What follows belongs to an exercise in optimizing a design on an open flow for small area, a short achievable clock period and few clock cycles; a production flow would make more cautious choices. At most, simulation tests tie the RTL to the original design; equivalence was not proved.

== north ==
==> flow/design.v <==
module ce_errx (
    input  wire         clk,
    input  wire         rst,
    input  wire         start,
    output reg          done,
    input  wire         voa,
    input  wire [31:0]  y,
    input  wire [2:0]   seq,
    input  wire [7:0]   dseq,
    input  wire [2:0]   dlag,
    input  wire [2:0]   dsh,
    input  wire         ext,
    input  wire [31:0]  yavg_in,
    input  wire [31:0]  m_in,
    input  wire [31:0]  refv,
    input  wire         ref_ok,
    input  wire [15:0]  kref,
    input  wire [31:0]  yfloor,
    input  wire [31:0]  target,
    output wire [15:0]  e,
    output reg  [31:0]  yavg_out,
    output reg  [31:0]  m_out,
    output reg          wd
);
    localparam [1:0] S_IDLE = 2'd0,
                     S_MUL  = 2'd1,
                     S_DIV  = 2'd2;
    reg  [1:0]  state;
    reg  [2:0]  cnt;
    reg  [4:0]  rem;       
    reg  [14:0] quo;       
    reg         satr;      
    reg         posq;      
    reg  [17:0] tx;        
    reg  [47:0] acc;       
    reg  [39:0] den;       
    reg         neg;       
    reg         ydo;       
    wire        idle  = (state == S_IDLE);
    wire        yc    = (state == S_MUL) & ydo;    
    wire        smode = idle | yc;
    function [79:0] csa(input [39:0] a, input [39:0] b, input [39:0] c);
        csa = {(a & b) | (a & c) | (b & c), a ^ b ^ c};
    endfunction
    wire        bw      = y[5:0] < yavg_in[5:0];
    wire [2:0]  lag_idx = seq - dlag;
    wire        wl      = dseq[lag_idx];
    wire [39:0] y40  = {8'd0, y};
    wire [39:0] a40  = {8'd0, yavg_in};
    wire [39:0] m40  = {{8{m_in[31]}}, m_in};
    wire [39:0] mm40 = m40 << dsh;
    wire [39:0] yh40 = {14'd0, y[31:6]};
    wire [39:0] ah40 = {14'd0, yavg_in[31:6]};
    wire        sw = wl & ~yc;
    wire [39:0] o1 = a40 ^ {40{sw}};
    wire [39:0] o2 = yh40 ^ {40{sw}};
    wire [39:0] o3 = ~ah40 ^ {40{sw}};
    wire [39:0] o4 = yc ? {40{bw}} : (y40 ^ {40{~sw}});
    wire [39:0] o5 = yc ? 40'd0 : ~m40;
    wire [39:0] o6 = yc ? 40'd0 : mm40;
    wire        k1 = ~yc;
    wire        k2 = ~yc & (wl | ~bw);
    wire        k3 = ~yc & wl & bw;
    wire [79:0] c1 = csa(o1, o2, o3);
    wire [79:0] c2 = csa(o4, o5, o6);
    wire [79:0] c3 = csa(c1[39:0], {c1[78:40], k1}, c2[39:0]);
    wire [79:0] c4 = csa(c3[39:0], {c3[78:40], k2}, {c2[78:40], k3});
    wire [39:0] s_x = c4[39:0];
    wire [39:0] s_y = {c4[78:40], 1'b0};
    always @(posedge clk) begin
        if (idle & voa)
            yavg_out <= yavg_in;
        else if (yc)
            yavg_out <= t3[31:0];
        wd <= ~voa & dseq[seq];
    end
    wire [3:0] kd [0:3];
    assign kd[0] = kref[3:0];
    assign kd[1] = kref[7:4];
    assign kd[2] = kref[11:8];
    assign kd[3] = kref[15:12];
    wire [2:0]  klead = (kd[3] != 4'd0) ? 3'd3 : (kd[2] != 4'd0) ? 3'd2 : 3'd1;
    reg  [3:0]  dnext;     
    wire [3:0]  dig = idle ? ((ref_ok & ~voa) ? kd[klead[1:0]] : 4'd0) : dnext;
    wire [47:0] pp0 = voa ? {16'd0, target} : dig[0] ? {16'd0, refv} : 48'd0;
    wire [47:0] pp1 = voa ? ~{16'd0, y}     : dig[1] ? {15'd0, refv, 1'b0} : 48'd0;
    wire [47:0] pp2 = dig[2] ? {14'd0, refv, 2'b0} : 48'd0;
    wire [47:0] pp3 = dig[3] ? {13'd0, refv, 3'b0} : 48'd0;
    wire [47:0] pa  = idle ? 48'd0 : {acc[43:0], 4'b0};
    wire [47:0] ms0 = pp0 ^ pp1 ^ pp2;
    wire [47:0] mc0 = {((pp0[46:0] & pp1[46:0]) | (pp0[46:0] & pp2[46:0]) | (pp1[46:0] & pp2[46:0])), voa};
    wire [47:0] ms1 = ms0 ^ mc0 ^ pp3;
    wire [47:0] mc1 = {((ms0[46:0] & mc0[46:0]) | (ms0[46:0] & pp3[46:0]) | (mc0[46:0] & pp3[46:0])), 1'b0};
    wire [47:0] ms2 = ms1 ^ mc1 ^ pa;
    wire [47:0] mc2 = {((ms1[46:0] & mc1[46:0]) | (ms1[46:0] & pa[46:0]) | (mc1[46:0] & pa[46:0])), 1'b0};
    wire [47:0] mul_nx = ms2 + mc2;
    wire [31:0] yf_nz = {yfloor[31:1], yfloor[0] | (yfloor == 32'd0)};
    wire [48:0] zf  = {~{9'd0, yfloor}, 8'd0};
    wire [48:0] cs1 = {1'b0, ms2} ^ {1'b0, mc2} ^ zf;
    wire [48:0] cc1 = {((ms2 & mc2) | (ms2 & zf[47:0]) | (mc2 & zf[47:0])), 1'b0};
    wire [48:0] dgt = cs1 + cc1;
    wire        p_gt = ~dgt[48];
    wire [39:0] r_el  = p_gt ? mul_nx[47:8] : {8'd0, yf_nz};
    wire [39:0] r_voa = (target > yfloor) ? {8'd0, target} : {8'd0, yf_nz};
    wire [39:0] r_div = idle ? r_voa : r_el;
    wire signed [39:0] m_sh  = $signed(den) >>> dsh;
    wire        m_hi  = ~m_sh[39] & (m_sh[38:31] != 8'h00);
    wire        m_lo  =  m_sh[39] & (m_sh[38:31] != 8'hff);
    wire [31:0] m_val = m_hi ? 32'h7fffffff : m_lo ? 32'h80000000 : m_sh[31:0];
    wire [32:0] n_sel = idle ? mul_nx[32:0] : {m_val[31], m_val};
    wire [31:0] n_mag = n_sel[32] ? -n_sel[31:0] : n_sel[31:0];
    wire [40:0] i1 = {acc[39:0], 1'b0};
    wire [41:0] t1 = {1'b0, i1} + ~{2'b00, den} + 42'd1;
    wire        q1 = ~t1[41];
    wire [39:0] a1 = q1 ? t1[39:0] : i1[39:0];
    wire [40:0] i2 = {a1, 1'b0};
    wire [41:0] t2 = {1'b0, i2} + ~{2'b00, den} + 42'd1;
    wire        q2 = ~t2[41];
    wire [39:0] a2 = q2 ? t2[39:0] : i2[39:0];
    wire [40:0] i3 = {a2, 1'b0};
    wire [41:0] x3 = smode ? {2'b00, s_x} : {1'b0, i3};
    wire [41:0] y3 = smode ? {2'b00, s_y} : ~{2'b00, den};
    wire [41:0] t3 = x3 + y3 + 42'd1;
    wire        q3 = ~t3[41];
    wire [39:0] a3 = q3 ? t3[39:0] : i3[39:0];
    reg  [39:0] hmask;     
    integer h;
    always @* begin
        hmask[39] = 1'b1;
        for (h = 38; h >= 0; h = h - 1)
            hmask[h] = hmask[h + 1] & ~den[h + 1];
    end
    wire [45:0] i1s  = {i1, 5'd0};
    wire        skip = (rem >= 5'd6) && (i1s[45:40] == 6'd0) && ((i1s[39:0] & hmask) == 40'd0);
    wire [15:0] qv  = satr ? (neg ? 16'h8000 : 16'h7fff) : {1'b0, quo};
    wire [17:0] qx  = posq ? {2'b00, qv} : {2'b11, ~qv};
    wire [17:0] es  = qx + tx + {17'd0, ~posq};
    assign e = (es[17:15] == 3'b000 || es[17:15] == 3'b111) ? es[15:0]
             : (es[17] ? 16'h8000 : 16'h7fff);
    wire        sat = (rem == 5'd15) && (acc[39:0] >= den);
    wire        n_neg  = n_sel[32];
    wire        tneg   = ~voa & ext;
    wire [17:0] tx_nx  = voa ? 18'd0 : (({{2{target[15]}}, target[15:0]} ^ {18{tneg}}) + {17'd0, tneg});
    task load_common;
        begin
            den   <= r_div;
            neg   <= n_neg;
            quo   <= 15'd0;
            acc   <= {16'd0, n_mag};
            rem   <= 5'd15;
            satr  <= 1'b0;
        end
    endtask
    always @(posedge clk) begin
        posq <= voa ? ~neg : (ext ^ neg);
        tx   <= tx_nx;
    end
    always @(posedge clk) begin
        if (rst) begin
            state <= S_IDLE;
            done  <= 1'b0;
        end else begin
            done <= 1'b0;
            case (state)
                S_IDLE: if (start) begin
                    if (voa) begin
                        m_out <= m_in;
                        load_common;
                        state <= S_DIV;
                    end else begin
                        den   <= t3[39:0];
                        acc   <= mul_nx;
                        cnt   <= klead - 3'd1;
                        dnext <= ref_ok ? kd[klead[1:0] - 2'd1] : 4'd0;
                        ydo   <= 1'b1;
                        state <= S_MUL;
                    end
                end
                S_MUL: begin
                    ydo <= 1'b0;
                    dnext <= ref_ok ? kd[cnt[1:0] - 2'd1] : 4'd0;
                    if (cnt == 3'd0) begin
                        m_out <= m_val;
                        load_common;
                        state <= S_DIV;
                    end else begin
                        acc <= mul_nx;
                        cnt <= cnt - 3'd1;
                    end
                end
                default: begin
                    if (sat) begin
                        satr  <= 1'b1;
                        done  <= 1'b1;
                        state <= S_IDLE;
                    end else if (skip) begin
                        acc <= {8'd0, i1s[39:0]};
                        quo <= {quo[8:0], 6'd0};
                        rem <= rem - 5'd6;
                        if (rem == 5'd6) begin
                            done  <= 1'b1;
                            state <= S_IDLE;
                        end
                    end else begin
                        acc <= {8'd0, a3};
                        quo <= {quo[11:0], q1, q2, q3};
                        rem <= rem - 5'd3;
                        if (rem == 5'd3) begin
                            done  <= 1'b1;
                            state <= S_IDLE;
                        end
                    end
                end
            endcase
        end
    end
endmodule
export LEC_CHECK = 0
export ABC_AREA = 1
export CAP_MARGIN = 20
export CORE_MARGIN = 2
export CORE_UTILIZATION = 40
export PLACE_DENSITY = 0.6
export SLEW_MARGIN = 20
create_clock -name core_clock -period 17.0 [get_ports {clk}]
standard.sh (not shown) runs the stock make flow with config.mk's settings and CLKGATE_MAP_FILE= SYNTH_SCRIPT=/design/flow/synth_recipe.tcl, a recipe that flattens the netlist after the stock synthesis.
==> flow/flow/run.sh <==
#!/bin/bash
# The standard layout (standard.sh, unchanged), with the input and
# output ports buffered by sky130_fd_sc_hd__buf_1 cells instead of the
# default delay-buffer cells. All make/OpenROAD/Yosys output goes to
# standard.log in this folder.
set -euo pipefail
export BUFFER_PORTS_ARGS="-buffer_cell sky130_fd_sc_hd__buf_1"
# repair_timing aims at 7 ns of setup slack (a 10 ns period)
export SETUP_SLACK_MARGIN=7
bash standard.sh > standard.log 2>&1
Testbench counts of north, summed over its fixed seeds: cycles 9,585.
Edits applied to the flow inputs when going from north to south:
diff --git a/flow/design.v b/flow/design.v
--- a/flow/design.v
+++ b/flow/design.v
@@ -108,7 +108,14 @@
     wire        m_lo  =  m_sh[39] & (m_sh[38:31] != 8'hff);
     wire [31:0] m_val = m_hi ? 32'h7fffffff : m_lo ? 32'h80000000 : m_sh[31:0];
     wire [32:0] n_sel = idle ? mul_nx[32:0] : {m_val[31], m_val};
-    wire [31:0] n_mag = n_sel[32] ? -n_sel[31:0] : n_sel[31:0];
+    reg  [31:0] n_low;
+    integer b;
+    always @* begin
+        n_low[0] = 1'b0;
+        for (b = 1; b < 32; b = b + 1)
+            n_low[b] = n_low[b - 1] | n_sel[b - 1];
+    end
+    wire [31:0] n_mag = n_sel[31:0] ^ (n_low & {32{n_sel[32]}});
     wire [40:0] i1 = {acc[39:0], 1'b0};
     wire [41:0] t1 = {1'b0, i1} + ~{2'b00, den} + 42'd1;
     wire        q1 = ~t1[41];
==> comparison <==
- south finished every step from synthesis to the final layout, and the layout passed the timing, design-rule and antenna checks.
- Delta (south minus north): area added between synthesis and finish rose 4.8 points, overall die height fell about 2.1%, total routing usage reported by global routing fell 1.5 points.
- Summary of south over north: total via count after detailed routing now sits lower, fraction of area in clock buffers and inverters ~0 delta.
Function not checked in south: the RTL went through the layout flow alone.

## re-timing with driven ports
In the flow no input, the clock included, has a driving cell. The finished layouts below were timed again as built, in two steps. Step 1 assumes that a clkbuf_16 drives the clock port and a buf_2 every other input. Step 2, shift: input delay + t, output delay - t, t = (earliest + latest rising clock arrival at the registers) / 2. This alone moves slack from input paths to output paths. Slacks: ideal ports / drivers / drivers and shift; pairs: ideal ports / drivers.
run	t, ns	slack for setup (ns)	worst register clock-pin slew, ns
north	0.681	7.200 / 7.249 / 6.568	0.08 / 0.08
south	0.680	7.078 / 7.120 / 6.440	0.07 / 0.07
After both steps setup and hold are still met in every run listed. For south, which loses most, drivers alone change the setup slack by +0.042 ns; drivers and shift together by -0.638 ns.
